Background: an optimization exercise with open tools, aiming at small area, a short achievable clock period and few clock cycles per item. Do not read the settings as production practice.
The RTL was checked by simulation tests, not by an equivalence proof against the original design.
No driver is modelled on the clock port, so clock power and skew are understated where the tree is cut down; a real chip needs a root buffer or a tree.
Power is estimated from default activity; no workload was simulated.

Setup of oak:
Design xt1_c1_enc, start of the top module:
module xt1_c1_enc (
  input  wire       clk,
  input  wire       rst,         
  input  wire       in_valid,
  output wire       in_ready,
  input  wire [7:0] in_data,     
  output reg        out_valid,
  output reg  [7:0] out_data     
);
For scale: roughly 1,400 cells after synthesis, ~21 I/O pins, ~24,000 um2 of cells after synthesis.
Settings: LEC_CHECK=0, CAP_MARGIN=20, CORE_MARGIN=2, CORE_UTILIZATION=55, PLACE_DENSITY=0.65, SLEW_MARGIN=20; clock period 10.0 ns.
standard.sh (not shown) runs the stock make flow with config.mk's settings and CLKGATE_MAP_FILE= SYNTH_SCRIPT=/design/flow/synth_recipe.tcl, a recipe that flattens the netlist after the stock synthesis.
==> flow/flow/run.sh <==
#!/bin/bash
# Own layout flow: the standard flow (standard.sh) with
#  - port buffers of a fast cell instead of the default pick,
#  - a clock tree without dummy loads, with its own clustering,
set -euo pipefail
W=$(pwd)
F=$W/flow
source $F/knobs.sh
export BUFFER_PORTS_ARGS="-buffer_cell $PORT_BUF"
CTS_ARGS="-sink_clustering_enable -repair_clock_nets -dont_use_dummy_load $CTS_EXTRA"
if [[ -n "${CTS_BUFS:-}" ]]; then CTS_ARGS="$CTS_ARGS -buf_list {$CTS_BUFS}"; fi
export CTS_ARGS
export POST_CTS_TCL=$F/post_cts.tcl
export SETUP_EXTRA_MARGIN
bash standard.sh > $W/standard_flow.log 2>&1
==> flow/flow/knobs.sh <==
PORT_BUF=sky130_fd_sc_hd__buf_4
CTS_EXTRA="-sink_clustering_size 30 -sink_clustering_max_diameter 100"
CTS_BUFS=""
SETUP_EXTRA_MARGIN=7.6
==> flow/flow/post_cts.tcl <==
# Extra setup repair after CTS: aim for slack well beyond the 10 ns clock.
estimate_parasitics -placement
repair_timing -setup -setup_margin $::env(SETUP_EXTRA_MARGIN) -repair_tns 100 -verbose
detailed_placement
check_placement -verbose
report_worst_slack -max
Testbench counts of oak, summed over its fixed seeds: cycles 55,304, codewords 48.
The inputs of pine differ from those of oak as listed below.
- changing CORE_UTILIZATION from 55 to 70
- changing PLACE_DENSITY from 0.65 to 0.8
==> flow/flow/knobs.sh <==
PORT_BUF=sky130_fd_sc_hd__buf_4
CTS_EXTRA="-sink_clustering_size 20 -sink_clustering_max_diameter 60"
CTS_BUFS=""
SETUP_EXTRA_MARGIN=7.6
Findings:
Flip-flop and latch share of the layout cell area for pine: 0.90 points down relative to oak
pine vs. oak: worst setup slack went up by 0.010 ns.
Where die area is concerned, oak is outperformed by pine.
Summary of the comparison: weighted congestion at the end of routability-driven global placement is higher in pine, relative to oak.

========
Setup of rev 12:
xt1_c1_enc, a different RTL version from the one above (not shown whole).
Size in the first run: ~1100 flip-flops, roughly 24000 sq um of cells after synthesis.
clock: 10.0 ns
lec_check: 0
cap_margin: 20
core_margin: 2
core_utilization: 55
place_density: 0.65
slew_margin: 20
run.sh (not shown) runs the stock make flow with config.mk's settings and CLKGATE_MAP_FILE= SYNTH_SCRIPT=/design/flow/synth_recipe.tcl, a recipe that flattens the netlist after the stock synthesis.
Stock flow here: none of the scripts above is used.
Testbench counts of rev 12, summed over its fixed seeds: cycles 55,304, codewords 48.
## Diff of input files: rev 13 against rev 12
==> flow/flow/run.sh (new file) <==
#!/bin/bash
# Own layout flow: the standard flow with
#  - port buffers of a fast cell (buf_4) instead of the default pick,
#  - clock tree without dummy loads and with its own buffer list,
set -euo pipefail
W=$(pwd)
F=$W/flow
export BUFFER_PORTS_ARGS="-buffer_cell sky130_fd_sc_hd__buf_4"
export CTS_ARGS="-sink_clustering_enable -repair_clock_nets -dont_use_dummy_load ${CTS_BUFS:+-buf_list {$CTS_BUFS}}"
export POST_CTS_TCL=$F/post_cts.tcl
export SETUP_EXTRA_MARGIN=${SETUP_EXTRA_MARGIN:-7.5}
bash standard.sh > $W/standard_flow.log 2>&1
==> flow/flow/post_cts.tcl (new file) <==
# Extra setup repair after CTS: aim for slack well beyond the 10 ns clock.
estimate_parasitics -placement
repair_timing -setup -setup_margin $::env(SETUP_EXTRA_MARGIN) -repair_tns 100 -verbose
detailed_placement
check_placement -verbose
report_worst_slack -max
==> flow/standard.sh (new file) <==
#!/bin/bash
# synth_recipe.tcl (not shown) runs the flow's synth.tcl, then flattens the netlist and writes it again
# the make line also repeats each setting of config.mk as NAME=value (left out here)
make -C /OpenROAD-flow-scripts/flow DESIGN_CONFIG=/design/flow/config.mk WORK_HOME=/design/flow/orfs CLKGATE_MAP_FILE= SYNTH_SCRIPT=/design/flow/synth_recipe.tcl "${@:-finish}"
removed: flow/run.sh
Findings:
In the summary table, rev 13 is marked failed, with error STA-0564 raised in clock tree synthesis.
Per the comparison of rev 13 with rev 12, post-placement worst setup slack higher; number of enable flip-flop cells after synthesis roughly the same; total number of placement rows roughly the same.
Total instance count after detailed placement came out exactly the same in rev 13 and rev 12.
Global placement routability congestion, rev 13 vs rev 12: up by a few percent
Diff rev 12..rev 13 | xor/xnor share of the synthesized area | unchanged

========
Another version of the RTL of xt1_c1_enc (not shown whole).
Size in the first run: ~1400 cells after synthesis, roughly 1100 flip-flops, ~21 I/O pins.
clock: 10.0 ns
lec_check: 0
cap_margin: 20
core_margin: 2
core_utilization: 55
place_density: 0.65
slew_margin: 20
standard.sh (not shown) runs the stock make flow with config.mk's settings and CLKGATE_MAP_FILE= SYNTH_SCRIPT=/design/flow/synth_recipe.tcl, a recipe that flattens the netlist after the stock synthesis.
==> flow/flow/run.sh <==
#!/bin/bash
# Own layout flow: the standard flow (standard.sh) with
#  - port buffers of a fast cell instead of the default pick,
set -euo pipefail
W=$(pwd)
F=$W/flow
source $F/knobs.sh
export BUFFER_PORTS_ARGS="-buffer_cell $PORT_BUF"
export PRE_CTS_TCL=$F/pre_cts.tcl
export POST_CTS_TCL=$F/post_cts.tcl
export MYTREE_DIR=$F MYTREE_NLEAF MYTREE_NROOT MYTREE_LEAF MYTREE_ROOT
export SETUP_EXTRA_MARGIN
bash standard.sh > $W/standard_flow.log 2>&1
==> flow/flow/knobs.sh <==
PORT_BUF=sky130_fd_sc_hd__buf_4
MYTREE_NLEAF=40
MYTREE_NROOT=4
MYTREE_LEAF=sky130_fd_sc_hd__clkbuf_16
MYTREE_ROOT=sky130_fd_sc_hd__buf_16
SETUP_EXTRA_MARGIN=7.3
Other scripts of this flow, unchanged in this note and not shown: flow/flow/mytree.tcl, flow/flow/outflops.tcl, flow/flow/post_cts.tcl, flow/flow/pre_cts.tcl
Testbench counts at the start, summed over its fixed seeds: cycles 55,296, codewords 48.
==> next run, changes <==
CORE_UTILIZATION = 65   (was 55)
PLACE_DENSITY = 0.75   (was 0.65)
Outcome:
- The changed run went through all stages and came out clean
- routed wire length came out higher by 4.8%
- critical path depth stays the same
- synthesized area stays the same
- setup slack gets worse by 8.5 ps
- utilization goes up by 11 points
- die area is lower by 15%
- fmax falls by 0.30%
- cell count decreases by 3.7%
- synthesized cell count does not change
- clock power is about the same
- first-iteration DRC count falls by 15%
==> next run, changes <==
ABC_AREA = 1   (was default)
CORE_UTILIZATION = 55   (was 65)
PLACE_DENSITY = 0.65   (was 0.75)
=> Power goes down by 1.2%. Die area rises by 19%. Via count rose by 8.0%.
==> next run, changes <==
--- a/flow/flow/knobs.sh
+++ b/flow/flow/knobs.sh
@@ -1 +1 @@
-PORT_BUF=sky130_fd_sc_hd__buf_4
+PORT_BUF=sky130_fd_sc_hd__buf_8
ABC_AREA = default   (was 1)
Effect:
- cell area falls by 0.36%
- critical path depth does not change
- routed wire length falls by 5.0%
- sequential power rises by about 1%
- setup slack gets worse by 22 ps
- hold slack is about the same
- core utilization rises by 0.86 points
==> next run, changes <==
==> flow/flow/knobs.sh (replaced) <==
PORT_BUF=sky130_fd_sc_hd__buf_4
MYTREE_NLEAF=40
MYTREE_NROOT=4
MYTREE_LEAF=sky130_fd_sc_hd__clkbuf_16
MYTREE_ROOT=sky130_fd_sc_hd__clkbuf_16
SETUP_EXTRA_MARGIN=7.3
What happened: The new run passed the timing, DRC and antenna checks. Total power came out lower by 0.63%. Core utilization came out lower by 0.27 points. Routed wire length came out lower by about 0.7%.
No run of this note takes its clock network from TritonCTS; it comes from the design's own scripts or RTL.

========
The RTL this note starts from:
==> flow/design.v <==
module xt1_c1_enc (
  input  wire       clk,
  input  wire       rst,         
  input  wire       in_valid,
  output wire       in_ready,
  input  wire [7:0] in_data,     
  output reg        out_valid,
  output reg  [7:0] out_data     
);
  reg  [4:0] phase;              
  reg  [9:0] cnt;                
  reg        rdy;                
  reg        rdy_n;              
  reg        clr_rev;            
  reg        sh_rev;             
  reg        oact;               
  reg  [1:0] orev;               
  assign in_ready = rdy;
  wire acc    = in_valid && !rdy_n;
  wire ph_end = (phase == 5'd31);
  wire last   = ph_end && (cnt[9:5] == 5'd31);
  always @(posedge clk) begin
    if (rst) begin
      phase   <= 5'd0;
      cnt     <= 10'd0;
      rdy     <= 1'b1;
      rdy_n   <= 1'b0;
      clr_rev <= 1'b1;
      sh_rev  <= 1'b0;
      oact    <= 1'b0;
      orev    <= 2'd0;
    end else begin
      phase <= phase + 5'd1;
      if (acc) begin
        cnt   <= cnt + 10'd1;
        rdy   <= !last;
        rdy_n <= last;
      end else begin
        rdy   <= (phase + 5'd1 == cnt[4:0]) && (!oact || (orev == 2'd3 && ph_end));
        rdy_n <= !((phase + 5'd1 == cnt[4:0]) && (!oact || (orev == 2'd3 && ph_end)));
      end
      if (ph_end) begin
        clr_rev <= oact && (orev == 2'd3);
        sh_rev  <= acc && (cnt[9:5] != 5'd31);
      end
      if (acc && last) begin
        oact <= 1'b1;
        orev <= 2'd0;
      end else if (oact && ph_end) begin
        orev <= orev + 2'd1;
        if (orev == 2'd3)
          oact <= 1'b0;
      end
    end
  end
  wire [7:0] gd = acc ? in_data : 8'd0;
  reg  [255:0] x0, x1, x2, x3;
  function [7:0] rot;
    input [7:0] s0, b1, b2;
    input integer d;
    reg [23:0] w;
    begin
      w   = {s0, b1, b2};
      rot = w[16 - d +: 8];
    end
  endfunction
  reg [7:0] p1_1, p1_2, p1_3, p2_3;
  always @(posedge clk) begin
    p1_1 <= x1[7:0];
    p1_2 <= x2[7:0];
    p1_3 <= x3[7:0];
    p2_3 <= p1_3;
  end
  wire ph0  = (phase == 5'd0);
  wire ph01 = (phase[4:1] == 4'd0);
  wire [7:0] b1_1 = ph0  ? x1[255:248] : p1_1;
  wire [7:0] b1_2 = ph0  ? x2[255:248] : p1_2;
  wire [7:0] b1_3 = ph0  ? x3[255:248] : p1_3;
  wire [7:0] b2_3 = ph01 ? x3[247:240] : p2_3;
  wire [7:0] w0 = clr_rev ? 8'd0 : x0[7:0];
  wire [7:0] w1 = clr_rev ? 8'd0 : sh_rev ? rot(x1[7:0], b1_1, 8'd0, 2)  : x1[7:0];
  wire [7:0] w2 = clr_rev ? 8'd0 : sh_rev ? rot(x2[7:0], b1_2, 8'd0, 6)  : x2[7:0];
  wire [7:0] w3 = clr_rev ? 8'd0 : sh_rev ? rot(x3[7:0], b1_3, b2_3, 14) : x3[7:0];
  always @(posedge clk) begin
    x0 <= {w0 ^ gd, x0[255:8]};
    x1 <= {w1 ^ gd, x1[255:8]};
    x2 <= {w2 ^ gd, x2[255:8]};
    x3 <= {w3 ^ gd, x3[255:8]};
  end
  reg [8:0] pp;                  
  reg [7:0] l0, l1, l3;
  integer   b;
  always @* begin
    for (b = 0; b < 9; b = b + 1)
      pp[b] = x0[b] ^ x1[(b + 63) % 256] ^ x2[(b + 189) % 256] ^ x3[(b + 185) % 256];
    for (b = 0; b < 8; b = b + 1) begin
      l0[b] = x0[b];
      l1[b] = x1[(b + 63) % 256];
      l3[b] = x3[(b + 185) % 256];
    end
  end
  always @(posedge clk) begin
    if (rst)
      out_valid <= 1'b0;
    else
      out_valid <= oact;
    case (orev)
      2'd0: out_data <= pp[7:0];
      2'd1: out_data <= l0 ^ pp[8:1];
      2'd2: out_data <= l0 ^ l1 ^ pp[8:1];
      default: out_data <= l3 ^ pp[8:1];
    endcase
  end
endmodule
clock: 10.0 ns
lec_check: 0
cap_margin: 20
core_margin: 2
core_utilization: 65
place_density: 0.75
slew_margin: 20
==> flow/flow/knobs.sh <==
PORT_BUF=sky130_fd_sc_hd__buf_4
MYTREE_NLEAF=60
MYTREE_NROOT=4
MYTREE_LEAF=sky130_fd_sc_hd__clkbuf_8
MYTREE_ROOT=sky130_fd_sc_hd__buf_16
SETUP_EXTRA_MARGIN=7.3
Scripts as last shown in full above: flow/flow/run.sh
Other scripts of this flow, unchanged in this note and not shown: flow/flow/mytree.tcl, flow/flow/outflops.tcl, flow/flow/post_cts.tcl, flow/flow/pre_cts.tcl
The baseline went through all stages and came out clean.
Testbench counts at the start, summed over its fixed seeds: cycles 55,296, codewords 48.
Then changed:
==> flow/flow/knobs.sh (replaced) <==
PORT_BUF=sky130_fd_sc_hd__buf_4
MYTREE_NLEAF=64
MYTREE_NROOT=4
MYTREE_LEAF=sky130_fd_sc_hd__clkbuf_8
MYTREE_ROOT=sky130_fd_sc_hd__buf_16
SETUP_EXTRA_MARGIN=7.3
Settings changed: CORE_UTILIZATION 65 to 55, PLACE_DENSITY 0.75 to 0.65.
Effect:
- critical path depth does not change
- wire length goes down by 1.5%
- design area goes up by 0.37%
- total power barely changes
In every run of this note, the design's own scripts or RTL, not TritonCTS, make the clock network.

==> afterwards: timing with drivers on the ports <==
In the flow no input, the clock included, has a driving cell. The finished layouts below were timed again as built, in two steps. Step 1 assumes that a clkbuf_16 drives the clock port and a buf_2 every other input. Step 2 moves the port delays by t, midway between the first and last clock arrival at a register: inputs arrive t later, outputs are due t later. That takes back most of the time a late clock gives input paths. a / b / c = no drivers / after step 1 / after step 2; a / b = the first two.
run | t, ns | setup slack, ns | latest minus earliest clock arrival (ns) | slew at the worst register clock pin (ns) | pins driven straight from the clock port
oak | 0.617 | 6.932 / 6.881 / 7.332 | 0.061 / 0.061 | 0.11 / 0.11 | 1
pine | 0.633 | 6.943 / 6.891 / 7.313 | 0.047 / 0.047 | 0.08 / 0.08 | 1
rev 12 | 0.656 | 6.478 / 6.424 / 6.389 | 0.025 / 0.024 | 0.07 / 0.07 | 1
the first run of note 3 | 0.487 | 7.188 / 7.062 / 7.084 | 0.034 / 0.034 | 0.10 / 0.10 | 4
the second run of note 3 | 0.487 | 7.179 / 7.049 / 7.062 | 0.038 / 0.038 | 0.11 / 0.11 | 4
the third run of note 3 | 0.483 | 7.178 / 7.053 / 6.958 | 0.040 / 0.040 | 0.10 / 0.10 | 4
the fourth run of note 3 | 0.483 | 7.156 / 7.032 / 7.088 | 0.037 / 0.037 | 0.10 / 0.10 | 4
the fifth run of note 3 | 0.495 | 7.162 / 7.055 / 7.081 | 0.033 / 0.032 | 0.10 / 0.10 | 4
the first run of note 4 | 0.480 | 7.196 / 7.067 / 7.073 | 0.040 / 0.041 | 0.11 / 0.11 | 4
the second run of note 4 | 0.483 | 7.192 / 7.063 / 7.089 | 0.045 / 0.045 | 0.11 / 0.11 | 4
After both steps setup and hold are still met in every run listed. The setup slack of the third run of note 3, which loses most, moves by -0.125 ns with the drivers and by -0.220 ns with both steps.
